Background: an optimization exercise with open tools, aiming at small area and a short achievable clock period. Do not read the settings as production practice.
Function not checked in this run: the RTL went through the layout flow alone.

File: flow/constraint.sdc
create_clock -name core_clock -period 25.0 [get_ports {clk}]
set_input_delay 5.0000 -clock core_clock [delete_from_list [all_inputs] [get_ports {clk}]]
set_output_delay 5.0000 -clock core_clock [all_outputs]
set_load 0.01 [all_outputs]
File: flow/config.mk
export PLATFORM = sky130hd
export DESIGN_NAME = chk_unit
export DESIGN_NICKNAME = chk_unit
export VERILOG_FILES = /design/flow/design.v
export SDC_FILE = /design/flow/constraint.sdc
export NUM_CORES = 4
export LEC_CHECK = 0
export CAP_MARGIN = 20
export CORE_MARGIN = 2
export CORE_UTILIZATION = 62
export SETUP_SLACK_MARGIN = 2
export SLEW_MARGIN = 40
export DONT_USE_CELLS = sky130_fd_sc_hd__xor3_1 sky130_fd_sc_hd__xor3_2 sky130_fd_sc_hd__xor3_4 sky130_fd_sc_hd__xnor3_1 sky130_fd_sc_hd__xnor3_2 sky130_fd_sc_hd__xnor3_4
export BUFFER_PORTS_ARGS = -buffer_cell sky130_fd_sc_hd__buf_1
File: flow/flow/run.sh
#!/bin/bash
# Standard layout (the standard.sh) with these changes:
#  - synthesis uses no three-input XOR cells (two XOR2 are smaller than one
#    XOR3 here) and XOR2 cells only in their smallest size (synthesis upsizes
#    them for a delay target far below the clock period); after synthesis the
#    XOR2 sizes are allowed again, for the timing repair to use where needed;
#  - ports buffered with the smallest buffer instead of a delay buffer;
#  - the timing repair aims for more setup slack than the design's margin.
set -euo pipefail
cp config.mk config_base.mk
XOR3="sky130_fd_sc_hd__xor3_1 sky130_fd_sc_hd__xor3_2 sky130_fd_sc_hd__xor3_4 sky130_fd_sc_hd__xnor3_1 sky130_fd_sc_hd__xnor3_2 sky130_fd_sc_hd__xnor3_4"
XOR2="sky130_fd_sc_hd__xnor2_2 sky130_fd_sc_hd__xnor2_4 sky130_fd_sc_hd__xor2_2 sky130_fd_sc_hd__xor2_4"
{ cat config_base.mk
  echo "export DONT_USE_CELLS = $XOR3 $XOR2"
  echo "export BUFFER_PORTS_ARGS = -buffer_cell sky130_fd_sc_hd__buf_1"; } > config.mk
bash standard.sh SETUP_SLACK_MARGIN=${MARGIN:-16} synth > standard_synth.log 2>&1
{ cat config_base.mk
  echo "export DONT_USE_CELLS = $XOR3"
  echo "export BUFFER_PORTS_ARGS = -buffer_cell sky130_fd_sc_hd__buf_1"; } > config.mk
bash standard.sh SETUP_SLACK_MARGIN=${MARGIN:-16} finish > standard.log 2>&1
File: flow/design.v
module chk_unit (
    input  wire        clk,
    input  wire        rst,           
    input  wire        wr_cfg,        
    input  wire        wr_init,       
    input  wire        wr_value,      
    input  wire [31:0] wdata,
    input  wire        s_valid,
    input  wire [63:0] s_data,        
    input  wire [2:0]  s_nbm1,        
    input  wire        s_last,        
    input  wire        s_check,       
    output wire [1:0]  code,
    output wire [31:0] value,
    output wire [31:0] result,
    output wire        residue_ok,
    output wire [15:0] fail_cnt,
    output wire [15:0] refused_cnt
);
    function [31:0] width_mask(input [1:0] c);
        case (c)
            2'd0, 2'd1: width_mask = 32'hFFFF_FFFF;
            2'd2:       width_mask = 32'h0000_FFFF;
            default:    width_mask = 32'h0000_00FF;
        endcase
    endfunction
    function [31:0] init_value(input [1:0] c);
        case (c)
            2'd0, 2'd1: init_value = 32'hFFFF_FFFF;
            2'd2:       init_value = 32'h0000_FFFF;
            default:    init_value = 32'h0000_0000;
        endcase
    endfunction
    function [31:0] final_xor(input [1:0] c);
        case (c)
            2'd0, 2'd1: final_xor = 32'hFFFF_FFFF;
            2'd2:       final_xor = 32'h0000_FFFF;
            default:    final_xor = 32'h0000_0000;
        endcase
    endfunction
    function [31:0] residue(input [1:0] c);
        case (c)
            2'd0:    residue = 32'hDEBB_20E3;
            2'd1:    residue = 32'hB798_B438;
            2'd2:    residue = 32'h0000_F0B8;
            default: residue = 32'h0000_0000;
        endcase
    endfunction
    reg [1:0]  code_q;
    reg [31:0] value_q;
    reg [15:0] fail_q;
    reg [15:0] refused_q;
    reg  [3:0] chk_q;         
    wire [63:0] z    = s_data ^ {32'd0, value_q};
    wire [2:0]  sh   = ~s_nbm1;
    reg  [63:0] y;
    integer k, s;
    always @* begin
        y = 64'd0;
        for (k = 0; k < 8; k = k + 1)
            for (s = 0; s <= k; s = s + 1)
                if (sh == s)
                    y[8*k +: 8] = y[8*k +: 8] | z[8*(k-s) +: 8];
    end
    wire [23:0] y_hi = value_q[31:8] >> {s_nbm1[1:0], 3'b000};
    wire [31:0] y_tail = (s_nbm1[2] || s_nbm1 == 3'd3) ? 32'd0 : {8'd0, y_hi};
    wire t64 = y[11] ^ y[55];
    wire t65 = y[12] ^ y[41];
    wire t66 = y[9] ^ y[38];
    wire t67 = y[10] ^ y[39];
    wire t68 = y[3] ^ y[8];
    wire t69 = y[13] ^ y[42];
    wire t70 = y[15] ^ y[37];
    wire t71 = y[32] ^ y[54];
    wire t72 = y[36] ^ y[45];
    wire t73 = y[6] ^ y[35];
    wire t74 = y[5] ^ y[34];
    wire t75 = y[2] ^ y[40];
    wire t76 = y[7] ^ y[23];
    wire t77 = y[4] ^ y[48];
    wire t78 = y[50] ^ y[58];
    wire t79 = y[16] ^ y[63];
    wire t80 = y[14] ^ y[43];
    wire t81 = y[0] ^ y[57];
    wire t82 = y[31] ^ y[53];
    wire t83 = y[18] ^ y[33];
    wire t84 = y[21] ^ y[59];
    wire t85 = y[28] ^ y[47];
    wire t86 = y[30] ^ y[51];
    wire t87 = y[22] ^ y[52];
    wire t88 = y[24] ^ y[44];
    wire t89 = y[25] ^ y[62];
    wire t90 = y[26] ^ y[46];
    wire t91 = y[20] ^ y[49];
    wire t92 = y[1] ^ y[56];
    wire t93 = y[60] ^ y[61];
    wire t94 = y[17] ^ y[29];
    wire t95 = y[27] ^ t71;
    wire t96 = y[19] ^ t81;
    wire t97 = t64 ^ t65;
    wire t98 = t66 ^ t73;
    wire t99 = t68 ^ t75;
    wire t100 = y[11] ^ t78;
    wire t101 = t67 ^ t77;
    wire t102 = y[35] ^ t70;
    wire t103 = t69 ^ t92;
    wire t104 = y[39] ^ t79;
    wire t105 = y[1] ^ t76;
    wire t106 = t74 ^ t87;
    wire t107 = t72 ^ t90;
    wire t108 = y[7] ^ t80;
    wire t109 = y[56] ^ t82;
    wire t110 = t85 ^ t94;
    wire t111 = y[8] ^ y[12];
    wire t112 = y[4] ^ t84;
    wire t113 = y[14] ^ y[34];
    wire t114 = y[6] ^ y[19];
    wire t115 = y[57] ^ y[61];
    wire t116 = y[55] ^ t86;
    wire t117 = y[44] ^ t70;
    wire t118 = y[18] ^ y[38];
    wire t119 = y[30] ^ y[49];
    wire t120 = y[22] ^ t69;
    wire t121 = y[54] ^ t86;
    wire t122 = y[38] ^ t83;
    wire t123 = y[26] ^ y[47];
    wire t124 = y[17] ^ y[33];
    wire t125 = y[15] ^ y[32];
    wire t126 = y[59] ^ t64;
    wire t127 = y[5] ^ t89;
    wire t128 = y[27] ^ t66;
    wire t129 = y[31] ^ t84;
    wire t130 = y[43] ^ t91;
    wire t131 = y[13] ^ y[36];
    wire t132 = y[21] ^ t95;
    wire t133 = t82 ^ t87;
    wire t134 = y[1] ^ t88;
    wire t135 = y[29] ^ y[51];
    wire t136 = y[58] ^ t93;
    wire t137 = y[41] ^ y[46];
    wire t138 = y[4] ^ t100;
    wire t139 = y[20] ^ y[40];
    wire t140 = t74 ^ t75;
    wire t141 = y[60] ^ t65;
    wire t142 = y[25] ^ y[52];
    wire t143 = y[25] ^ y[45];
    wire t144 = y[53] ^ t67;
    wire t145 = y[0] ^ t97;
    wire t146 = y[37] ^ y[50];
    wire t147 = y[3] ^ y[18];
    wire t148 = y[28] ^ y[49];
    wire t149 = y[54] ^ t72;
    wire t150 = y[13] ^ y[62];
    wire t151 = y[10] ^ y[57];
    wire t152 = y[55] ^ t78;
    wire t153 = y[16] ^ t68;
    wire t154 = y[2] ^ y[37];
    wire t155 = y[33] ^ t69;
    wire t156 = y[48] ^ t110;
    wire t157 = t66 ^ t83;
    wire t158 = y[22] ^ t73;
    wire t159 = y[60] ^ t98;
    wire t160 = t93 ^ t105;
    wire t161 = t70 ^ t76;
    wire t162 = y[42] ^ t91;
    wire t163 = y[23] ^ t80;
    wire t164 = y[12] ^ y[24];
    wire t165 = y[2] ^ y[62];
    wire t166 = t101 ^ t124;
    wire t167 = t79 ^ t123;
    wire t168 = y[0] ^ y[31];
    wire t169 = y[61] ^ t89;
    wire t170 = y[14] ^ t79;
    wire t171 = y[35] ^ y[63];
    wire t172 = t77 ^ t104;
    wire t173 = y[48] ^ t94;
    wire t174 = y[9] ^ t96;
    wire t175 = y[52] ^ y[53];
    wire t176 = y[5] ^ y[40];
    wire t177 = t88 ^ t109;
    wire t178 = t90 ^ t97;
    wire t179 = y[21] ^ y[29];
    wire t180 = y[51] ^ t71;
    wire t181 = t64 ^ t67;
    wire t182 = y[16] ^ y[30];
    wire t183 = y[32] ^ t90;
    wire t184 = y[27] ^ y[31];
    wire t185 = y[47] ^ t99;
    wire t186 = y[17] ^ t107;
    wire t187 = y[15] ^ t122;
    wire t188 = y[6] ^ t72;
    wire t189 = y[3] ^ t92;
    wire t190 = t68 ^ t88;
    wire t191 = y[56] ^ t111;
    wire t192 = y[44] ^ y[63];
    wire t193 = y[7] ^ y[51];
    wire t194 = y[36] ^ t83;
    wire t195 = y[29] ^ t121;
    wire t196 = y[32] ^ t134;
    wire t197 = y[13] ^ y[23];
    wire t198 = y[50] ^ t110;
    wire t199 = y[9] ^ y[60];
    wire t200 = t95 ^ t119;
    wire t201 = t77 ^ t131;
    wire t202 = y[10] ^ t93;
    wire t203 = y[11] ^ t114;
    wire t204 = y[4] ^ t96;
    wire t205 = y[59] ^ t143;
    wire t206 = y[3] ^ t182;
    wire t207 = y[39] ^ t118;
    wire t208 = y[37] ^ y[40];
    wire t209 = y[46] ^ t108;
    wire t210 = y[24] ^ t75;
    wire t211 = y[42] ^ y[54];
    wire t212 = t79 ^ t85;
    wire t213 = y[34] ^ t89;
    wire t214 = y[11] ^ t179;
    wire t215 = y[20] ^ t98;
    wire t216 = y[26] ^ t72;
    wire t217 = y[36] ^ y[58];
    wire t218 = t80 ^ t136;
    wire t219 = y[26] ^ t115;
    wire t220 = t122 ^ t137;
    wire t221 = y[52] ^ t67;
    wire t222 = t65 ^ t76;
    wire t223 = t99 ^ t104;
    wire t224 = t76 ^ t130;
    wire t225 = y[58] ^ t84;
    wire t226 = t65 ^ t100;
    wire t227 = y[10] ^ y[16];
    wire t228 = y[1] ^ y[24];
    wire t229 = y[43] ^ t106;
    wire t230 = t91 ^ t140;
    wire t231 = t83 ^ t103;
    wire t232 = t105 ^ t144;
    wire t233 = y[34] ^ t142;
    wire t234 = y[27] ^ t73;
    wire t235 = y[8] ^ t149;
    wire t236 = t69 ^ t101;
    wire t237 = t106 ^ t135;
    wire t238 = y[58] ^ t72;
    wire t239 = t102 ^ t157;
    wire t240 = t139 ^ t147;
    wire t241 = y[5] ^ t98;
    wire t242 = y[19] ^ y[47];
    wire t243 = t81 ^ t165;
    wire t244 = t113 ^ t189;
    wire t245 = t92 ^ t151;
    wire t246 = y[7] ^ y[17];
    wire t247 = t99 ^ t118;
    wire t248 = y[19] ^ y[52];
    wire t249 = y[59] ^ t94;
    wire t250 = t112 ^ t171;
    wire t251 = t74 ^ t161;
    wire t252 = t114 ^ t125;
    wire t253 = y[63] ^ t82;
    wire t254 = t85 ^ t133;
    wire t255 = y[28] ^ t246;
    wire t256 = t115 ^ t150;
    wire t257 = t85 ^ t109;
    wire t258 = t75 ^ t125;
    wire t259 = y[30] ^ t111;
    wire t260 = t93 ^ t125;
    wire t261 = y[7] ^ y[21];
    wire t262 = t71 ^ t80;
    wire t263 = t144 ^ t148;
    wire t264 = y[56] ^ t131;
    wire t265 = t83 ^ t175;
    wire t266 = y[11] ^ t162;
    wire t267 = y[54] ^ t113;
    wire t268 = y[19] ^ t155;
    wire t269 = y[34] ^ t152;
    wire t270 = y[10] ^ y[62];
    wire t271 = t64 ^ t74;
    wire t272 = y[14] ^ y[41];
    wire t273 = t114 ^ t127;
    wire t274 = y[9] ^ t135;
    wire t275 = y[30] ^ t210;
    wire t276 = y[31] ^ t117;
    wire t277 = t102 ^ t148;
    wire t278 = y[17] ^ t88;
    wire t279 = y[53] ^ y[57];
    wire t280 = t78 ^ t163;
    wire t281 = y[29] ^ t65;
    wire t282 = y[15] ^ t77;
    wire t283 = y[0] ^ t103;
    wire t284 = t89 ^ t170;
    wire t285 = y[7] ^ y[12];
    wire t286 = t100 ^ t188;
    wire t287 = y[31] ^ y[49];
    wire t288 = t99 ^ t121;
    wire t289 = t82 ^ t180;
    wire t290 = y[26] ^ y[60];
    wire t291 = t146 ^ t158;
    wire t292 = t96 ^ t208;
    wire t293 = y[8] ^ t77;
    wire t294 = t68 ^ t117;
    wire t295 = y[33] ^ t175;
    wire t296 = t65 ^ t124;
    wire t297 = y[18] ^ y[25];
    wire t298 = y[38] ^ t70;
    wire t299 = t97 ^ t213;
    wire t300 = y[37] ^ t78;
    wire t301 = t170 ^ t285;
    wire t302 = y[12] ^ t136;
    wire t303 = t169 ^ t184;
    wire t304 = t81 ^ t116;
    wire t305 = y[43] ^ t141;
    wire t306 = y[30] ^ y[44];
    wire t307 = y[62] ^ t168;
    wire t308 = t64 ^ t95;
    wire t309 = y[4] ^ y[63];
    wire t310 = y[39] ^ t233;
    wire t311 = t102 ^ t109;
    wire t312 = y[55] ^ t119;
    wire t313 = y[36] ^ t108;
    wire t314 = y[5] ^ t86;
    wire t315 = y[22] ^ t80;
    wire t316 = y[29] ^ t66;
    wire t317 = y[62] ^ t88;
    wire t318 = t133 ^ t183;
    wire t319 = y[20] ^ t249;
    wire t320 = t73 ^ t119;
    wire t321 = t91 ^ t117;
    wire t322 = y[46] ^ y[61];
    wire t323 = y[23] ^ y[53];
    wire t324 = t87 ^ t129;
    wire t325 = y[14] ^ y[19];
    wire t326 = y[57] ^ t68;
    wire t327 = t86 ^ t253;
    wire t328 = y[53] ^ t116;
    wire t329 = t128 ^ t167;
    wire t330 = t89 ^ t128;
    wire t331 = t84 ^ t180;
    wire t332 = t103 ^ t153;
    wire t333 = y[33] ^ y[45];
    wire t334 = y[13] ^ t167;
    wire t335 = y[12] ^ t112;
    wire t336 = y[16] ^ t106;
    wire t337 = y[28] ^ t107;
    wire t338 = y[44] ^ t153;
    wire t339 = y[46] ^ t111;
    wire t340 = t168 ^ t190;
    wire t341 = t76 ^ t107;
    wire t342 = y[28] ^ y[52];
    wire t343 = y[46] ^ t126;
    wire t344 = t158 ^ t207;
    wire t345 = t68 ^ t126;
    wire t346 = t116 ^ t120;
    wire t347 = t89 ^ t94;
    wire t348 = y[56] ^ t141;
    wire t349 = t74 ^ t96;
    wire t350 = t80 ^ t217;
    wire t351 = t85 ^ t95;
    wire t352 = y[14] ^ y[61];
    wire t353 = y[24] ^ y[59];
    wire t354 = y[23] ^ t271;
    wire t355 = t118 ^ t214;
    wire t356 = t112 ^ t194;
    wire t357 = y[18] ^ t130;
    wire t358 = y[16] ^ y[60];
    wire t359 = t73 ^ t199;
    wire t360 = y[2] ^ t67;
    wire t361 = t152 ^ t192;
    wire t362 = y[35] ^ t130;
    wire t363 = t97 ^ t261;
    wire t364 = t77 ^ t202;
    wire t365 = t193 ^ t228;
    wire t366 = y[1] ^ t113;
    wire t367 = t139 ^ t217;
    wire t368 = t248 ^ t98;
    wire t369 = t206 ^ t366;
    wire t370 = t367 ^ t166;
    wire t371 = t308 ^ t368;
    wire t372 = t369 ^ t370;
    wire t373 = t371 ^ t372;
    wire t374 = t67 ^ t255;
    wire t375 = t145 ^ t230;
    wire t376 = t311 ^ t356;
    wire t377 = t374 ^ t375;
    wire t378 = t376 ^ t377;
    wire t379 = y[36] ^ y[40];
    wire t380 = t71 ^ t379;
    wire t381 = t141 ^ t380;
    wire t382 = t291 ^ t332;
    wire t383 = t349 ^ t355;
    wire t384 = t381 ^ t382;
    wire t385 = t383 ^ t384;
    wire t386 = y[39] ^ y[61];
    wire t387 = t154 ^ t386;
    wire t388 = t105 ^ t296;
    wire t389 = t350 ^ t387;
    wire t390 = t204 ^ t215;
    wire t391 = t346 ^ t388;
    wire t392 = t389 ^ t390;
    wire t393 = t391 ^ t392;
    wire t394 = y[20] ^ t129;
    wire t395 = t221 ^ t317;
    wire t396 = t350 ^ t247;
    wire t397 = t251 ^ t283;
    wire t398 = t394 ^ t395;
    wire t399 = t396 ^ t397;
    wire t400 = t398 ^ t399;
    wire t401 = y[11] ^ y[19];
    wire t402 = y[41] ^ t70;
    wire t403 = t143 ^ t279;
    wire t404 = t401 ^ t112;
    wire t405 = t315 ^ t402;
    wire t406 = t403 ^ t159;
    wire t407 = t196 ^ t223;
    wire t408 = t404 ^ t405;
    wire t409 = t406 ^ t407;
    wire t410 = t408 ^ t409;
    wire t411 = y[2] ^ y[42];
    wire t412 = y[48] ^ t125;
    wire t413 = t143 ^ t306;
    wire t414 = t325 ^ t411;
    wire t415 = t106 ^ t234;
    wire t416 = t412 ^ t413;
    wire t417 = t414 ^ t160;
    wire t418 = t178 ^ t415;
    wire t419 = t416 ^ t417;
    wire t420 = t418 ^ t419;
    wire t421 = y[0] ^ y[15];
    wire t422 = y[61] ^ t164;
    wire t423 = t165 ^ t421;
    wire t424 = t107 ^ t153;
    wire t425 = t155 ^ t234;
    wire t426 = t422 ^ t423;
    wire t427 = t224 ^ t257;
    wire t428 = t424 ^ t425;
    wire t429 = t426 ^ t427;
    wire t430 = t428 ^ t429;
    wire t431 = y[9] ^ t79;
    wire t432 = t146 ^ t110;
    wire t433 = t134 ^ t201;
    wire t434 = t213 ^ t326;
    wire t435 = t431 ^ t132;
    wire t436 = t209 ^ t432;
    wire t437 = t433 ^ t434;
    wire t438 = t435 ^ t436;
    wire t439 = t437 ^ t438;
    wire t440 = y[1] ^ t297;
    wire t441 = t203 ^ t216;
    wire t442 = t440 ^ t223;
    wire t443 = t237 ^ t321;
    wire t444 = t351 ^ t441;
    wire t445 = t442 ^ t443;
    wire t446 = t444 ^ t445;
    wire t447 = t71 ^ t113;
    wire t448 = t154 ^ t179;
    wire t449 = t447 ^ t448;
    wire t450 = t226 ^ t232;
    wire t451 = t337 ^ t449;
    wire t452 = t450 ^ t451;
    wire t453 = y[27] ^ y[33];
    wire t454 = y[38] ^ t164;
    wire t455 = t453 ^ t102;
    wire t456 = t120 ^ t454;
    wire t457 = t185 ^ t195;
    wire t458 = t343 ^ t455;
    wire t459 = t456 ^ t457;
    wire t460 = t458 ^ t459;
    wire t461 = y[31] ^ y[55];
    wire t462 = t66 ^ t85;
    wire t463 = t461 ^ t163;
    wire t464 = t201 ^ t206;
    wire t465 = t462 ^ t310;
    wire t466 = t348 ^ t463;
    wire t467 = t464 ^ t465;
    wire t468 = t466 ^ t467;
    wire t469 = y[14] ^ y[32];
    wire t470 = y[49] ^ t94;
    wire t471 = t176 ^ t469;
    wire t472 = t102 ^ t219;
    wire t473 = t470 ^ t471;
    wire t474 = t177 ^ t236;
    wire t475 = t472 ^ t473;
    wire t476 = t474 ^ t475;
    wire t477 = y[16] ^ y[40];
    wire t478 = y[41] ^ y[57];
    wire t479 = t80 ^ t477;
    wire t480 = t478 ^ t127;
    wire t481 = t479 ^ t187;
    wire t482 = t200 ^ t286;
    wire t483 = t480 ^ t481;
    wire t484 = t482 ^ t483;
    wire t485 = y[28] ^ y[42];
    wire t486 = y[59] ^ t90;
    wire t487 = t114 ^ t193;
    wire t488 = t485 ^ t104;
    wire t489 = t296 ^ t486;
    wire t490 = t487 ^ t269;
    wire t491 = t276 ^ t488;
    wire t492 = t489 ^ t490;
    wire t493 = t491 ^ t492;
    wire t494 = y[47] ^ t114;
    wire t495 = t199 ^ t101;
    wire t496 = t108 ^ t238;
    wire t497 = t494 ^ t195;
    wire t498 = t231 ^ t345;
    wire t499 = t495 ^ t496;
    wire t500 = t497 ^ t498;
    wire t501 = t499 ^ t500;
    wire t502 = y[30] ^ y[52];
    wire t503 = t502 ^ t126;
    wire t504 = t191 ^ t174;
    wire t505 = t209 ^ t230;
    wire t506 = t276 ^ t364;
    wire t507 = t503 ^ t504;
    wire t508 = t505 ^ t506;
    wire t509 = t507 ^ t508;
    wire t510 = y[21] ^ y[45];
    wire t511 = y[47] ^ t82;
    wire t512 = t91 ^ t150;
    wire t513 = t510 ^ t245;
    wire t514 = t260 ^ t511;
    wire t515 = t512 ^ t226;
    wire t516 = t241 ^ t338;
    wire t517 = t513 ^ t514;
    wire t518 = t515 ^ t516;
    wire t519 = t517 ^ t518;
    wire t520 = y[9] ^ t322;
    wire t521 = t120 ^ t243;
    wire t522 = t520 ^ t166;
    wire t523 = t286 ^ t301;
    wire t524 = t331 ^ t521;
    wire t525 = t522 ^ t523;
    wire t526 = t524 ^ t525;
    wire t527 = y[22] ^ y[59];
    wire t528 = y[62] ^ t131;
    wire t529 = t242 ^ t527;
    wire t530 = t95 ^ t161;
    wire t531 = t314 ^ t339;
    wire t532 = t528 ^ t529;
    wire t533 = t159 ^ t172;
    wire t534 = t357 ^ t530;
    wire t535 = t531 ^ t532;
    wire t536 = t533 ^ t534;
    wire t537 = t535 ^ t536;
    wire t538 = y[13] ^ y[37];
    wire t539 = t74 ^ t85;
    wire t540 = t119 ^ t171;
    wire t541 = t538 ^ t539;
    wire t542 = t540 ^ t132;
    wire t543 = t138 ^ t160;
    wire t544 = t340 ^ t541;
    wire t545 = t542 ^ t543;
    wire t546 = t544 ^ t545;
    wire t547 = y[19] ^ y[28];
    wire t548 = y[45] ^ t67;
    wire t549 = t164 ^ t547;
    wire t550 = t100 ^ t548;
    wire t551 = t549 ^ t288;
    wire t552 = t303 ^ t319;
    wire t553 = t336 ^ t550;
    wire t554 = t551 ^ t552;
    wire t555 = t553 ^ t554;
    wire t556 = t197 ^ t342;
    wire t557 = t112 ^ t183;
    wire t558 = t240 ^ t347;
    wire t559 = t359 ^ t556;
    wire t560 = t145 ^ t327;
    wire t561 = t557 ^ t558;
    wire t562 = t559 ^ t560;
    wire t563 = t561 ^ t562;
    wire t564 = y[24] ^ t74;
    wire t565 = t123 ^ t98;
    wire t566 = t104 ^ t109;
    wire t567 = t120 ^ t136;
    wire t568 = t173 ^ t240;
    wire t569 = t564 ^ t363;
    wire t570 = t565 ^ t566;
    wire t571 = t567 ^ t568;
    wire t572 = t569 ^ t570;
    wire t573 = t571 ^ t572;
    wire t574 = t87 ^ t115;
    wire t575 = t157 ^ t225;
    wire t576 = t574 ^ t224;
    wire t577 = t299 ^ t332;
    wire t578 = t575 ^ t576;
    wire t579 = t577 ^ t578;
    wire t580 = y[34] ^ t165;
    wire t581 = t290 ^ t120;
    wire t582 = t144 ^ t191;
    wire t583 = t278 ^ t580;
    wire t584 = t174 ^ t250;
    wire t585 = t280 ^ t581;
    wire t586 = t582 ^ t583;
    wire t587 = t584 ^ t585;
    wire t588 = t586 ^ t587;
    wire t589 = y[6] ^ t197;
    wire t590 = t96 ^ t116;
    wire t591 = t122 ^ t205;
    wire t592 = t260 ^ t278;
    wire t593 = t589 ^ t172;
    wire t594 = t229 ^ t590;
    wire t595 = t591 ^ t592;
    wire t596 = t593 ^ t594;
    wire t597 = t595 ^ t596;
    wire t598 = t64 ^ t66;
    wire t599 = t147 ^ t127;
    wire t600 = t598 ^ t177;
    wire t601 = t200 ^ t341;
    wire t602 = t364 ^ t599;
    wire t603 = t600 ^ t601;
    wire t604 = t602 ^ t603;
    wire t605 = y[24] ^ t90;
    wire t606 = t115 ^ t146;
    wire t607 = t287 ^ t309;
    wire t608 = t333 ^ t181;
    wire t609 = t191 ^ t605;
    wire t610 = t606 ^ t607;
    wire t611 = t273 ^ t351;
    wire t612 = t608 ^ t609;
    wire t613 = t610 ^ t611;
    wire t614 = t612 ^ t613;
    wire t615 = y[35] ^ t90;
    wire t616 = t131 ^ t121;
    wire t617 = t127 ^ t189;
    wire t618 = t221 ^ t615;
    wire t619 = t198 ^ t204;
    wire t620 = t301 ^ t616;
    wire t621 = t617 ^ t618;
    wire t622 = t619 ^ t620;
    wire t623 = t621 ^ t622;
    wire t624 = t68 ^ t71;
    wire t625 = t82 ^ t135;
    wire t626 = t360 ^ t624;
    wire t627 = t625 ^ t239;
    wire t628 = t334 ^ t349;
    wire t629 = t626 ^ t627;
    wire t630 = t628 ^ t629;
    wire t631 = y[27] ^ t154;
    wire t632 = t358 ^ t96;
    wire t633 = t181 ^ t225;
    wire t634 = t264 ^ t631;
    wire t635 = t156 ^ t220;
    wire t636 = t229 ^ t632;
    wire t637 = t633 ^ t634;
    wire t638 = t635 ^ t636;
    wire t639 = t637 ^ t638;
    wire t640 = y[59] ^ t306;
    wire t641 = t323 ^ t640;
    wire t642 = t156 ^ t244;
    wire t643 = t266 ^ t292;
    wire t644 = t302 ^ t344;
    wire t645 = t641 ^ t642;
    wire t646 = t643 ^ t644;
    wire t647 = t645 ^ t646;
    wire t648 = t78 ^ t150;
    wire t649 = t96 ^ t129;
    wire t650 = t149 ^ t207;
    wire t651 = t281 ^ t282;
    wire t652 = t648 ^ t160;
    wire t653 = t275 ^ t362;
    wire t654 = t649 ^ t650;
    wire t655 = t651 ^ t652;
    wire t656 = t653 ^ t654;
    wire t657 = t655 ^ t656;
    wire t658 = y[36] ^ t91;
    wire t659 = t93 ^ t137;
    wire t660 = t325 ^ t127;
    wire t661 = t129 ^ t300;
    wire t662 = t658 ^ t659;
    wire t663 = t196 ^ t223;
    wire t664 = t346 ^ t660;
    wire t665 = t661 ^ t662;
    wire t666 = t663 ^ t664;
    wire t667 = t665 ^ t666;
    wire t668 = t78 ^ t115;
    wire t669 = t184 ^ t240;
    wire t670 = t252 ^ t274;
    wire t671 = t668 ^ t236;
    wire t672 = t284 ^ t337;
    wire t673 = t354 ^ t669;
    wire t674 = t670 ^ t671;
    wire t675 = t672 ^ t673;
    wire t676 = t674 ^ t675;
    wire t677 = y[7] ^ y[62];
    wire t678 = y[63] ^ t91;
    wire t679 = t113 ^ t164;
    wire t680 = t290 ^ t677;
    wire t681 = t201 ^ t258;
    wire t682 = t678 ^ t679;
    wire t683 = t680 ^ t304;
    wire t684 = t344 ^ t681;
    wire t685 = t682 ^ t683;
    wire t686 = t684 ^ t685;
    wire t687 = y[15] ^ y[25];
    wire t688 = y[34] ^ y[50];
    wire t689 = t151 ^ t171;
    wire t690 = t287 ^ t687;
    wire t691 = t688 ^ t315;
    wire t692 = t689 ^ t690;
    wire t693 = t156 ^ t160;
    wire t694 = t247 ^ t343;
    wire t695 = t691 ^ t692;
    wire t696 = t693 ^ t694;
    wire t697 = t695 ^ t696;
    wire t698 = y[10] ^ y[23];
    wire t699 = y[50] ^ t124;
    wire t700 = t698 ^ t116;
    wire t701 = t128 ^ t183;
    wire t702 = t190 ^ t256;
    wire t703 = t699 ^ t229;
    wire t704 = t277 ^ t335;
    wire t705 = t700 ^ t701;
    wire t706 = t702 ^ t703;
    wire t707 = t704 ^ t705;
    wire t708 = t706 ^ t707;
    wire t709 = y[0] ^ y[27];
    wire t710 = t67 ^ t72;
    wire t711 = t83 ^ t85;
    wire t712 = t197 ^ t709;
    wire t713 = t710 ^ t711;
    wire t714 = t712 ^ t138;
    wire t715 = t159 ^ t177;
    wire t716 = t237 ^ t284;
    wire t717 = t713 ^ t714;
    wire t718 = t715 ^ t716;
    wire t719 = t717 ^ t718;
    wire t720 = t92 ^ t143;
    wire t721 = t158 ^ t210;
    wire t722 = t222 ^ t720;
    wire t723 = t132 ^ t187;
    wire t724 = t218 ^ t328;
    wire t725 = t334 ^ t721;
    wire t726 = t722 ^ t723;
    wire t727 = t724 ^ t725;
    wire t728 = t726 ^ t727;
    wire t729 = y[10] ^ t123;
    wire t730 = t211 ^ t127;
    wire t731 = t161 ^ t729;
    wire t732 = t218 ^ t340;
    wire t733 = t355 ^ t730;
    wire t734 = t731 ^ t732;
    wire t735 = t733 ^ t734;
    wire t736 = y[0] ^ y[22];
    wire t737 = y[26] ^ y[43];
    wire t738 = y[45] ^ t736;
    wire t739 = t737 ^ t126;
    wire t740 = t128 ^ t134;
    wire t741 = t169 ^ t252;
    wire t742 = t259 ^ t738;
    wire t743 = t172 ^ t739;
    wire t744 = t740 ^ t741;
    wire t745 = t742 ^ t743;
    wire t746 = t744 ^ t745;
    wire t747 = y[48] ^ t123;
    wire t748 = t192 ^ t105;
    wire t749 = t238 ^ t316;
    wire t750 = t747 ^ t292;
    wire t751 = t299 ^ t324;
    wire t752 = t357 ^ t748;
    wire t753 = t749 ^ t750;
    wire t754 = t751 ^ t752;
    wire t755 = t753 ^ t754;
    wire t756 = y[42] ^ t79;
    wire t757 = t81 ^ t216;
    wire t758 = t259 ^ t265;
    wire t759 = t756 ^ t196;
    wire t760 = t198 ^ t354;
    wire t761 = t362 ^ t757;
    wire t762 = t758 ^ t759;
    wire t763 = t760 ^ t761;
    wire t764 = t762 ^ t763;
    wire t765 = y[5] ^ y[16];
    wire t766 = y[50] ^ t67;
    wire t767 = t81 ^ t765;
    wire t768 = t97 ^ t121;
    wire t769 = t134 ^ t205;
    wire t770 = t766 ^ t767;
    wire t771 = t159 ^ t254;
    wire t772 = t768 ^ t769;
    wire t773 = t770 ^ t771;
    wire t774 = t772 ^ t773;
    wire t775 = y[6] ^ t75;
    wire t776 = t142 ^ t103;
    wire t777 = t173 ^ t181;
    wire t778 = t775 ^ t289;
    wire t779 = t302 ^ t341;
    wire t780 = t776 ^ t777;
    wire t781 = t778 ^ t779;
    wire t782 = t780 ^ t781;
    wire t783 = y[37] ^ y[56];
    wire t784 = t353 ^ t783;
    wire t785 = t108 ^ t256;
    wire t786 = t265 ^ t784;
    wire t787 = t178 ^ t185;
    wire t788 = t200 ^ t785;
    wire t789 = t786 ^ t787;
    wire t790 = t788 ^ t789;
    wire t791 = t141 ^ t267;
    wire t792 = t282 ^ t326;
    wire t793 = t257 ^ t268;
    wire t794 = t330 ^ t361;
    wire t795 = t791 ^ t792;
    wire t796 = t793 ^ t794;
    wire t797 = t795 ^ t796;
    wire t798 = y[0] ^ y[2];
    wire t799 = y[51] ^ t87;
    wire t800 = t93 ^ t242;
    wire t801 = t272 ^ t309;
    wire t802 = t798 ^ t799;
    wire t803 = t800 ^ t801;
    wire t804 = t132 ^ t186;
    wire t805 = t239 ^ t266;
    wire t806 = t802 ^ t803;
    wire t807 = t804 ^ t805;
    wire t808 = t806 ^ t807;
    wire t809 = y[3] ^ y[15];
    wire t810 = t93 ^ t323;
    wire t811 = t809 ^ t103;
    wire t812 = t243 ^ t810;
    wire t813 = t226 ^ t319;
    wire t814 = t811 ^ t812;
    wire t815 = t813 ^ t814;
    wire t816 = y[1] ^ t69;
    wire t817 = t79 ^ t147;
    wire t818 = t164 ^ t112;
    wire t819 = t121 ^ t243;
    wire t820 = t816 ^ t817;
    wire t821 = t218 ^ t818;
    wire t822 = t819 ^ t820;
    wire t823 = t821 ^ t822;
    wire t824 = y[36] ^ t81;
    wire t825 = t101 ^ t117;
    wire t826 = t212 ^ t214;
    wire t827 = t824 ^ t220;
    wire t828 = t244 ^ t303;
    wire t829 = t825 ^ t826;
    wire t830 = t827 ^ t828;
    wire t831 = t829 ^ t830;
    wire t832 = y[27] ^ y[40];
    wire t833 = y[52] ^ t125;
    wire t834 = t270 ^ t832;
    wire t835 = t107 ^ t312;
    wire t836 = t833 ^ t834;
    wire t837 = t231 ^ t250;
    wire t838 = t305 ^ t835;
    wire t839 = t836 ^ t837;
    wire t840 = t838 ^ t839;
    wire t841 = y[42] ^ t82;
    wire t842 = t84 ^ t118;
    wire t843 = t352 ^ t173;
    wire t844 = t221 ^ t841;
    wire t845 = t842 ^ t361;
    wire t846 = t843 ^ t844;
    wire t847 = t845 ^ t846;
    wire t848 = y[49] ^ t137;
    wire t849 = t150 ^ t227;
    wire t850 = t140 ^ t238;
    wire t851 = t295 ^ t298;
    wire t852 = t848 ^ t849;
    wire t853 = t132 ^ t156;
    wire t854 = t304 ^ t850;
    wire t855 = t851 ^ t852;
    wire t856 = t853 ^ t854;
    wire t857 = t855 ^ t856;
    wire t858 = t211 ^ t104;
    wire t859 = t126 ^ t133;
    wire t860 = t300 ^ t320;
    wire t861 = t156 ^ t220;
    wire t862 = t244 ^ t858;
    wire t863 = t859 ^ t860;
    wire t864 = t861 ^ t862;
    wire t865 = t863 ^ t864;
    wire t866 = y[46] ^ t86;
    wire t867 = t176 ^ t227;
    wire t868 = t133 ^ t155;
    wire t869 = t222 ^ t866;
    wire t870 = t867 ^ t132;
    wire t871 = t138 ^ t277;
    wire t872 = t868 ^ t869;
    wire t873 = t870 ^ t871;
    wire t874 = t872 ^ t873;
    wire t875 = y[6] ^ y[8];
    wire t876 = y[36] ^ y[38];
    wire t877 = t353 ^ t875;
    wire t878 = t876 ^ t155;
    wire t879 = t163 ^ t877;
    wire t880 = t145 ^ t198;
    wire t881 = t289 ^ t336;
    wire t882 = t878 ^ t879;
    wire t883 = t880 ^ t881;
    wire t884 = t882 ^ t883;
    wire t885 = y[12] ^ t88;
    wire t886 = t161 ^ t173;
    wire t887 = t262 ^ t359;
    wire t888 = t885 ^ t231;
    wire t889 = t310 ^ t328;
    wire t890 = t886 ^ t887;
    wire t891 = t888 ^ t889;
    wire t892 = t890 ^ t891;
    wire t893 = y[13] ^ y[19];
    wire t894 = y[35] ^ t75;
    wire t895 = t227 ^ t893;
    wire t896 = t108 ^ t219;
    wire t897 = t233 ^ t312;
    wire t898 = t894 ^ t895;
    wire t899 = t177 ^ t187;
    wire t900 = t235 ^ t896;
    wire t901 = t897 ^ t898;
    wire t902 = t899 ^ t900;
    wire t903 = t901 ^ t902;
    wire t904 = y[20] ^ y[39];
    wire t905 = y[41] ^ t78;
    wire t906 = t89 ^ t113;
    wire t907 = t904 ^ t905;
    wire t908 = t906 ^ t174;
    wire t909 = t186 ^ t308;
    wire t910 = t311 ^ t338;
    wire t911 = t907 ^ t908;
    wire t912 = t909 ^ t910;
    wire t913 = t911 ^ t912;
    wire t914 = y[42] ^ y[51];
    wire t915 = y[55] ^ y[58];
    wire t916 = t139 ^ t914;
    wire t917 = t915 ^ t95;
    wire t918 = t212 ^ t245;
    wire t919 = t916 ^ t186;
    wire t920 = t239 ^ t335;
    wire t921 = t917 ^ t918;
    wire t922 = t919 ^ t920;
    wire t923 = t921 ^ t922;
    wire t924 = y[32] ^ t111;
    wire t925 = t358 ^ t117;
    wire t926 = t133 ^ t188;
    wire t927 = t316 ^ t924;
    wire t928 = t283 ^ t925;
    wire t929 = t926 ^ t927;
    wire t930 = t928 ^ t929;
    wire t931 = y[13] ^ y[45];
    wire t932 = t66 ^ t81;
    wire t933 = t124 ^ t154;
    wire t934 = t182 ^ t322;
    wire t935 = t931 ^ t262;
    wire t936 = t932 ^ t933;
    wire t937 = t934 ^ t232;
    wire t938 = t935 ^ t936;
    wire t939 = t937 ^ t938;
    wire t940 = y[17] ^ y[46];
    wire t941 = y[58] ^ t940;
    wire t942 = t134 ^ t181;
    wire t943 = t267 ^ t307;
    wire t944 = t941 ^ t185;
    wire t945 = t187 ^ t942;
    wire t946 = t943 ^ t944;
    wire t947 = t945 ^ t946;
    wire t948 = y[9] ^ y[34];
    wire t949 = y[35] ^ t92;
    wire t950 = t147 ^ t242;
    wire t951 = t948 ^ t205;
    wire t952 = t258 ^ t949;
    wire t953 = t950 ^ t145;
    wire t954 = t172 ^ t951;
    wire t955 = t952 ^ t953;
    wire t956 = t954 ^ t955;
    wire t957 = y[10] ^ y[41];
    wire t958 = t77 ^ t94;
    wire t959 = t333 ^ t957;
    wire t960 = t96 ^ t99;
    wire t961 = t958 ^ t959;
    wire t962 = t241 ^ t318;
    wire t963 = t321 ^ t960;
    wire t964 = t961 ^ t962;
    wire t965 = t963 ^ t964;
    wire t966 = y[0] ^ y[47];
    wire t967 = t74 ^ t137;
    wire t968 = t966 ^ t157;
    wire t969 = t162 ^ t188;
    wire t970 = t206 ^ t967;
    wire t971 = t132 ^ t138;
    wire t972 = t232 ^ t968;
    wire t973 = t969 ^ t970;
    wire t974 = t971 ^ t972;
    wire t975 = t973 ^ t974;
    wire t976 = y[19] ^ y[43];
    wire t977 = t64 ^ t85;
    wire t978 = t211 ^ t976;
    wire t979 = t129 ^ t140;
    wire t980 = t339 ^ t365;
    wire t981 = t977 ^ t978;
    wire t982 = t166 ^ t291;
    wire t983 = t979 ^ t980;
    wire t984 = t981 ^ t982;
    wire t985 = t983 ^ t984;
    wire t986 = y[32] ^ y[44];
    wire t987 = y[48] ^ t297;
    wire t988 = t986 ^ t264;
    wire t989 = t987 ^ t145;
    wire t990 = t159 ^ t185;
    wire t991 = t224 ^ t237;
    wire t992 = t988 ^ t989;
    wire t993 = t990 ^ t991;
    wire t994 = t992 ^ t993;
    wire t995 = y[21] ^ t146;
    wire t996 = t352 ^ t101;
    wire t997 = t103 ^ t190;
    wire t998 = t216 ^ t222;
    wire t999 = t295 ^ t320;
    wire t1000 = t995 ^ t174;
    wire t1001 = t996 ^ t997;
    wire t1002 = t998 ^ t999;
    wire t1003 = t1000 ^ t1001;
    wire t1004 = t1002 ^ t1003;
    wire t1005 = y[51] ^ t70;
    wire t1006 = t82 ^ t151;
    wire t1007 = t228 ^ t120;
    wire t1008 = t1005 ^ t1006;
    wire t1009 = t138 ^ t209;
    wire t1010 = t230 ^ t235;
    wire t1011 = t330 ^ t1007;
    wire t1012 = t1008 ^ t1009;
    wire t1013 = t1010 ^ t1011;
    wire t1014 = t1012 ^ t1013;
    wire t1015 = t142 ^ t212;
    wire t1016 = t360 ^ t178;
    wire t1017 = t241 ^ t280;
    wire t1018 = t294 ^ t331;
    wire t1019 = t1015 ^ t1016;
    wire t1020 = t1017 ^ t1018;
    wire t1021 = t1019 ^ t1020;
    wire t1022 = y[32] ^ t123;
    wire t1023 = t184 ^ t208;
    wire t1024 = t365 ^ t1022;
    wire t1025 = t1023 ^ t166;
    wire t1026 = t345 ^ t1024;
    wire t1027 = t1025 ^ t1026;
    wire t1028 = y[11] ^ y[32];
    wire t1029 = t83 ^ t142;
    wire t1030 = t148 ^ t1028;
    wire t1031 = t128 ^ t140;
    wire t1032 = t293 ^ t1029;
    wire t1033 = t1030 ^ t348;
    wire t1034 = t1031 ^ t1032;
    wire t1035 = t1033 ^ t1034;
    wire t1036 = y[3] ^ y[9];
    wire t1037 = y[50] ^ t73;
    wire t1038 = t74 ^ t1036;
    wire t1039 = t219 ^ t281;
    wire t1040 = t1037 ^ t1038;
    wire t1041 = t263 ^ t268;
    wire t1042 = t1039 ^ t1040;
    wire t1043 = t1041 ^ t1042;
    wire t1044 = y[34] ^ t69;
    wire t1045 = t139 ^ t270;
    wire t1046 = t234 ^ t1044;
    wire t1047 = t1045 ^ t138;
    wire t1048 = t195 ^ t313;
    wire t1049 = t1046 ^ t1047;
    wire t1050 = t1048 ^ t1049;
    wire t1051 = y[8] ^ t192;
    wire t1052 = t342 ^ t102;
    wire t1053 = t129 ^ t314;
    wire t1054 = t1051 ^ t145;
    wire t1055 = t313 ^ t1052;
    wire t1056 = t1053 ^ t1054;
    wire t1057 = t1055 ^ t1056;
    wire t1058 = y[21] ^ y[40];
    wire t1059 = t248 ^ t1058;
    wire t1060 = t108 ^ t149;
    wire t1061 = t191 ^ t307;
    wire t1062 = t1059 ^ t236;
    wire t1063 = t329 ^ t1060;
    wire t1064 = t1061 ^ t1062;
    wire t1065 = t1063 ^ t1064;
    wire t1066 = y[8] ^ t71;
    wire t1067 = t92 ^ t176;
    wire t1068 = t162 ^ t298;
    wire t1069 = t317 ^ t1066;
    wire t1070 = t1067 ^ t186;
    wire t1071 = t204 ^ t254;
    wire t1072 = t363 ^ t1068;
    wire t1073 = t1069 ^ t1070;
    wire t1074 = t1071 ^ t1072;
    wire t1075 = t1073 ^ t1074;
    wire t1076 = y[20] ^ y[29];
    wire t1077 = t76 ^ t154;
    wire t1078 = t272 ^ t1076;
    wire t1079 = t152 ^ t194;
    wire t1080 = t245 ^ t293;
    wire t1081 = t1077 ^ t1078;
    wire t1082 = t273 ^ t318;
    wire t1083 = t1079 ^ t1080;
    wire t1084 = t1081 ^ t1082;
    wire t1085 = t1083 ^ t1084;
    wire t1086 = y[33] ^ t279;
    wire t1087 = t162 ^ t203;
    wire t1088 = t225 ^ t1086;
    wire t1089 = t251 ^ t288;
    wire t1090 = t329 ^ t1087;
    wire t1091 = t1088 ^ t1089;
    wire t1092 = t1090 ^ t1091;
    wire t1093 = y[0] ^ t68;
    wire t1094 = t95 ^ t101;
    wire t1095 = t255 ^ t1093;
    wire t1096 = t215 ^ t269;
    wire t1097 = t305 ^ t324;
    wire t1098 = t1094 ^ t1095;
    wire t1099 = t1096 ^ t1097;
    wire t1100 = t1098 ^ t1099;
    wire t1101 = y[16] ^ y[35];
    wire t1102 = t64 ^ t88;
    wire t1103 = t176 ^ t1101;
    wire t1104 = t120 ^ t274;
    wire t1105 = t1102 ^ t1103;
    wire t1106 = t160 ^ t263;
    wire t1107 = t356 ^ t1104;
    wire t1108 = t1105 ^ t1106;
    wire t1109 = t1107 ^ t1108;
    wire t1110 = t65 ^ t146;
    wire t1111 = t106 ^ t163;
    wire t1112 = t202 ^ t203;
    wire t1113 = t347 ^ t1110;
    wire t1114 = t235 ^ t275;
    wire t1115 = t1111 ^ t1112;
    wire t1116 = t1113 ^ t1114;
    wire t1117 = t1115 ^ t1116;
    wire t1118 = y[18] ^ t69;
    wire t1119 = t76 ^ t169;
    wire t1120 = t1118 ^ t178;
    wire t1121 = t215 ^ t294;
    wire t1122 = t327 ^ t1119;
    wire t1123 = t1120 ^ t1121;
    wire t1124 = t1122 ^ t1123;
    wire [31:0] w0 = {t630, t623, t614, t604, t597, t588, t579, t573, t563, t555, t546, t537, t526, t519, t509, t501, t493, t484, t476, t468, t460, t452, t446, t439, t430, t420, t410, t400, t393, t385, t378, t373};
    wire [31:0] w1 = {t923, t913, t903, t892, t884, t874, t865, t857, t847, t840, t831, t823, t815, t808, t797, t790, t782, t774, t764, t755, t746, t735, t728, t719, t708, t697, t686, t676, t667, t657, t647, t639};
    wire [15:0] w2 = {t1057, t1050, t1043, t1035, t1027, t1021, t1014, t1004, t994, t985, t975, t965, t956, t947, t939, t930};
    wire [7:0] w3 = {t1124, t1117, t1109, t1100, t1092, t1085, t1075, t1065};
    reg [1:0]  ctl_code;
    reg [31:0] ctl_value;
    always @* begin
        ctl_code  = code_q;
        ctl_value = value_q;
        if (wr_cfg) begin
            ctl_code  = wdata[1:0];
            ctl_value = value_q & width_mask(wdata[1:0]);
        end
        if (wr_init)
            ctl_value = init_value(ctl_code);
        if (wr_value)
            ctl_value = wdata & width_mask(ctl_code);
    end
    wire [1:0]  n_writes = {1'b0, wr_cfg} + {1'b0, wr_init} + {1'b0, wr_value};
    wire [16:0] ref_sum  = {1'b0, refused_q} + {15'd0, n_writes};
    wire        eq0 = (value_q == 32'hDEBB_20E3);
    wire        eq1 = (value_q == 32'hB798_B438);
    wire        eq2 = (value_q[15:0] == 16'hF0B8);
    wire        eq3 = (value_q[7:0] == 8'h00);
    reg         rok;
    always @* begin
        case (code_q)
            2'd0:    rok = eq0;
            2'd1:    rok = eq1;
            2'd2:    rok = eq2;
            default: rok = eq3;
        endcase
    end
    wire        fail = |(chk_q & ~{eq3, eq2, eq1, eq0});
    wire [15:0] fail_now = (fail && fail_q != 16'hFFFF) ? fail_q + 16'd1 : fail_q;
    wire        take  = s_valid & ~rst;
    wire [3:0]  sel   = {4{take}} & (4'b0001 << code_q);
    wire [31:0] pick  = ({32{sel[0]}} & w0) | ({32{sel[1]}} & w1) |
                        {16'd0, {16{sel[2]}} & w2} | {24'd0, {8{sel[3]}} & w3};
    wire [31:0] early = rst ? 32'd0 : s_valid ? y_tail : ctl_value;
    wire [31:0] value_d = pick ^ early;
    always @(posedge clk)
        value_q <= value_d;
    always @(posedge clk) begin
        if (rst) begin
            code_q    <= 2'd1;
            fail_q    <= 16'd0;
            refused_q <= 16'd0;
            chk_q     <= 4'd0;
        end else begin
            fail_q <= fail_now;
            chk_q  <= {4{s_valid & s_last & s_check}} & (4'b0001 << code_q);
            if (s_valid) begin
                refused_q <= ref_sum[16] ? 16'hFFFF : ref_sum[15:0];
            end else begin
                code_q  <= ctl_code;
            end
        end
    end
    assign code        = code_q;
    assign value       = value_q;
    assign result      = {~(value_q[31:16] | {16{code_q[1]}}),
                          ~(value_q[15:8] | {8{code_q == 2'd3}}),
                          value_q[7:0] ^ {8{code_q != 2'd3}}};
    assign residue_ok  = rok;
    assign fail_cnt    = fail_now;
    assign refused_cnt = refused_q;
endmodule
File: flow/standard.sh
#!/bin/bash
# synth_recipe.tcl (not shown) runs the flow's synth.tcl, then flattens the netlist and writes it again
# the make line also repeats each setting of config.mk as NAME=value (left out here)
make -C /OpenROAD-flow-scripts/flow DESIGN_CONFIG=/design/flow/config.mk WORK_HOME=/design/flow/orfs CLKGATE_MAP_FILE= SYNTH_SCRIPT=/design/flow/synth_recipe.tcl "${@:-finish}"
==> run notes <==
path summary, 6_finish.rpt:
| check | startpoint | cells after the start | slack (ps) | endpoint |
|---|---|---|---|---|
| worst max-delay path | s_nbm1[2] | 14 | 15800 | value_q[8] |
| worst min-delay path | refused_q[8] | 1 | 540 | refused_q[8] |
| worst max register to register | value_q[29] | 12 | 20000 | value_q[2] |
| worst min register to register | refused_q[8] | 1 | 540 | refused_q[8] |
synthesized netlist by cell type (all sizes together), types with 3 or more instances:
| cell | instances |
|---|---|
| a211oi | 30 |
| a21o | 4 |
| a21oi | 80 |
| a22oi | 7 |
| a31oi | 5 |
| and2 | 7 |
| and3 | 11 |
| buf | 43 |
| clkbuf | 57 |
| dfxtp | 70 |
| ha | 3 |
| inv | 19 |
| mux2 | 3 |
| mux2i | 53 |
| nand2 | 50 |
| nand3 | 21 |
| nand3b | 5 |
| nand4 | 14 |
| nand4b | 3 |
| nor2 | 129 |
| nor2b | 24 |
| nor3 | 25 |
| nor3b | 3 |
| nor4 | 5 |
| o21ai | 38 |
| o21bai | 3 |
| o221ai | 6 |
| o22ai | 122 |
| o2bb2ai | 11 |
| or2 | 4 |
| or3 | 5 |
| or3b | 3 |
| xnor2 | 909 |
| xor2 | 206 |
worst max-delay path: cells and delay by family:
kind,cells,cell delay (ps)
XOR/XNOR,6,2130
buffers and inverters,3,990
AO/OA/AOI/OAI,4,890
AND/OR/NAND/NOR,1,360
layer usage:
layer / vias up / track usage [%] / part of all wire [%]
li1: 7113 / - / -
met1: 8183 / 66.3 / 33
met2: 1948 / 79.1 / 38
met3: 641 / 33.3 / 18
met4: 2 / 44.2 / 11
met5: - / 0 / 0.075
logic make-up after synthesis:
family,after synthesis,synth area share (%)
buffers and inverters,120,3.18
AO/OA/AOI/OAI,324,13.6
multiplexers,56,3.49
AND/OR/NAND/NOR,317,10.2
adder cells (fa/ha/maj),5,0.480
flip-flops,70,8.67
XOR/XNOR,1115,60.4
layout make-up:
cell class | instances | area (sq um) | area share, %
Clock buffer | 10 | 229 | 1.21
Clock inverter | 6 | 62.6 | 0.331
Sequential cell | 70 | 1400 | 7.41
Timing Repair Buffer | 306 | 1580 | 8.35
Inverter | 20 | 75.1 | 0.397
Tap cell | 335 | 419 | 2.22
Multi-Input combinational cell | 1817 | 15100 | 80.1
registers in the layout, summed over array words and instances, names as in the netlist:
register   count
refused_q     16
fail_q        16
code_q         2
chk_q          4
value_q       32
metrics by stage:
step	utilization [%]	hold WS, ps	instances
floorplan	-	493	2007
global placement	68.1	462	2529
finish	73.2	537	2564
global route	73.2	552	2564
detailed placement	69.2	514	2531
CTS	71.2	522	2551
placed cells by master, fill, tap and decap left out, types with 12 or more instances in the layout:
cell / count
a211oi_1: 15
a21oi_1: 78
buf_1: 200
buf_4: 98
dfxtp_1: 69
inv_1: 18
mux2i_1: 53
nand2_1: 49
nand3_1: 20
nand4_1: 14
nor2_1: 118
nor2b_1: 23
nor3_2: 12
o21ai_0: 31
o22ai_1: 115
xnor2_1: 836
xnor2_2: 65
xor2_1: 197
repair_timing:
action / CTS / global route
pin swaps: 4 / 6
setup buffers: 4 / 13
gates resized for setup: 31 / 40
setup endpoints to repair: 32 / 24
==> results.json <==
{
  "status": "no timing/DRC/antenna violations",
  "crit_type": "input pin to flop",
  "cp-end-kind": "flop",
  "hp-class": "flop to flop",
  "port-buffer-count": 205,
  "crit_slowest_cell": "xor2_1",
  "grt_setup_unrepaired": "true",
  "dieWidth_um": 165,
  "synthArstFlopShare_pct": 0,
  "post-route-period-util_pct": 36.8,
  "htreeDepth": 3,
  "vias": 17900,
  "gp_congestion": 1.35,
  "drv_slew": 0,
  "yosys.area.top_type_share_pct": 49.2,
  "maxCapViolations": 0,
  "fillers": 2074,
  "grt_max_degree": 54,
  "nets": 2336,
  "grt-ovfl-total": 0,
  "cts.clk_slew.worst_paths_ps": 60,
  "dieArea_sq_um": 27400,
  "dr.pass1.iters": 11,
  "synth-edff-count": 0,
  "crit_path_max_fanout": 37,
  "cts_tree": "built",
  "cts_made_buffers": 9,
  "ys.flop_type": "dfxtp_1",
  "fin_area_sq_um": 18900,
  "grt_pass1_vias": 16100,
  "period_needed_ps": 9200,
  "worst_pin_slew_ps": 1040,
  "drive_gt1_share_pct": 12.4,
  "holdBufCountCts": 0,
  "clk_latency_ps": 350,
  "seq_area_frac_synth_pct": 8.67,
  "drt-total-wl_mm": 81.8,
  "ant_nets": 0,
  "cts-root-buf": "clkbuf_16",
  "setup_violations": 0,
  "hold_viol_final": 0,
  "ys_warn_count": 1,
  "drt_drc_violations_left": 0,
  "grt_util_all_layers_pct": 58.1,
  "ys_top_cells_by_area": "xnor2_1 (49%), xor2_1 (11%), dfxtp_1 (8.7%)",
  "start_util_pct": 62.6,
  "antenna_found_initial": 0,
  "placed_area_sq_um": 17900,
  "coreArea_sq_um": 25800,
  "skew_ps": 10.4,
  "fin_ws_ps": 15800,
  "rows": 59,
  "clock-sinks": 70,
  "drt_iter0_drc": 3898,
  "crit_chain": "clkbuf_8, nand3b_1, buf_4, o22ai_1, a211oi_4, buf_4, xor2_1, xnor2_1, xnor2_2, xnor2_1, xnor2_1, o22ai_1, a21oi_1, xor2_1",
  "slew_headroom_pct": 30.9,
  "die_h_um": 165,
  "ys_types": 71,
  "io-pin-count": 206,
  "critPathMaxStageDelay_ps": 630,
  "wl_per_cell_um": 31.9,
  "path_common_cell": "xnor2_1",
  "synth-seq-cells": 70,
  "cp-start-kind": "input pin",
  "post-dp-hpwl_mm": 63.6,
  "grt_pass1_wl_mm": 112,
  "syn_avg_cell_area_sq_um": 8.06,
  "areaGrowthSynthToFinish_pct": 17.0,
  "finalSetupTns_ps": 0,
  "n_antenna_cell": 0,
  "synthCells": 2007,
  "yosys.area.top_type": "xnor2_1",
  "crit_required_ps": 25190,
  "worst_ep_arrival_time_ps": 9390,
  "viasPerCell": 6.98,
  "synth_nets": 2119,
  "netlist_area_sq_um": 16200,
  "pre_cts_slack_ps": 14770,
  "cts_buffer_depth": 2,
  "fmax_mhz": 109
}

## what the ideal ports hide
How much do the figures lean on ideal ports? The routed layout below was timed once more, with nothing changed but the port constraints. Step 1 assumes that a clkbuf_16 drives the clock port and a buf_2 every other input. Step 2 moves the port delays by t, midway between the first and last clock arrival at a register: inputs arrive t later, outputs are due t later. That takes back most of the time a late clock gives input paths. Three values: ideal ports, drivers, drivers and shift; two values: the first two.
t (ns): 0.384
setup WS [ns]: 15.800 / 15.810 / 15.426
clock arrival spread, ns: 0.011 / 0.010
worst slew at a driven data input, ns: 0.05
After both steps this run still meets setup and hold. The setup slack of this run moves by +0.010 ns with the drivers and by -0.374 ns with both steps.
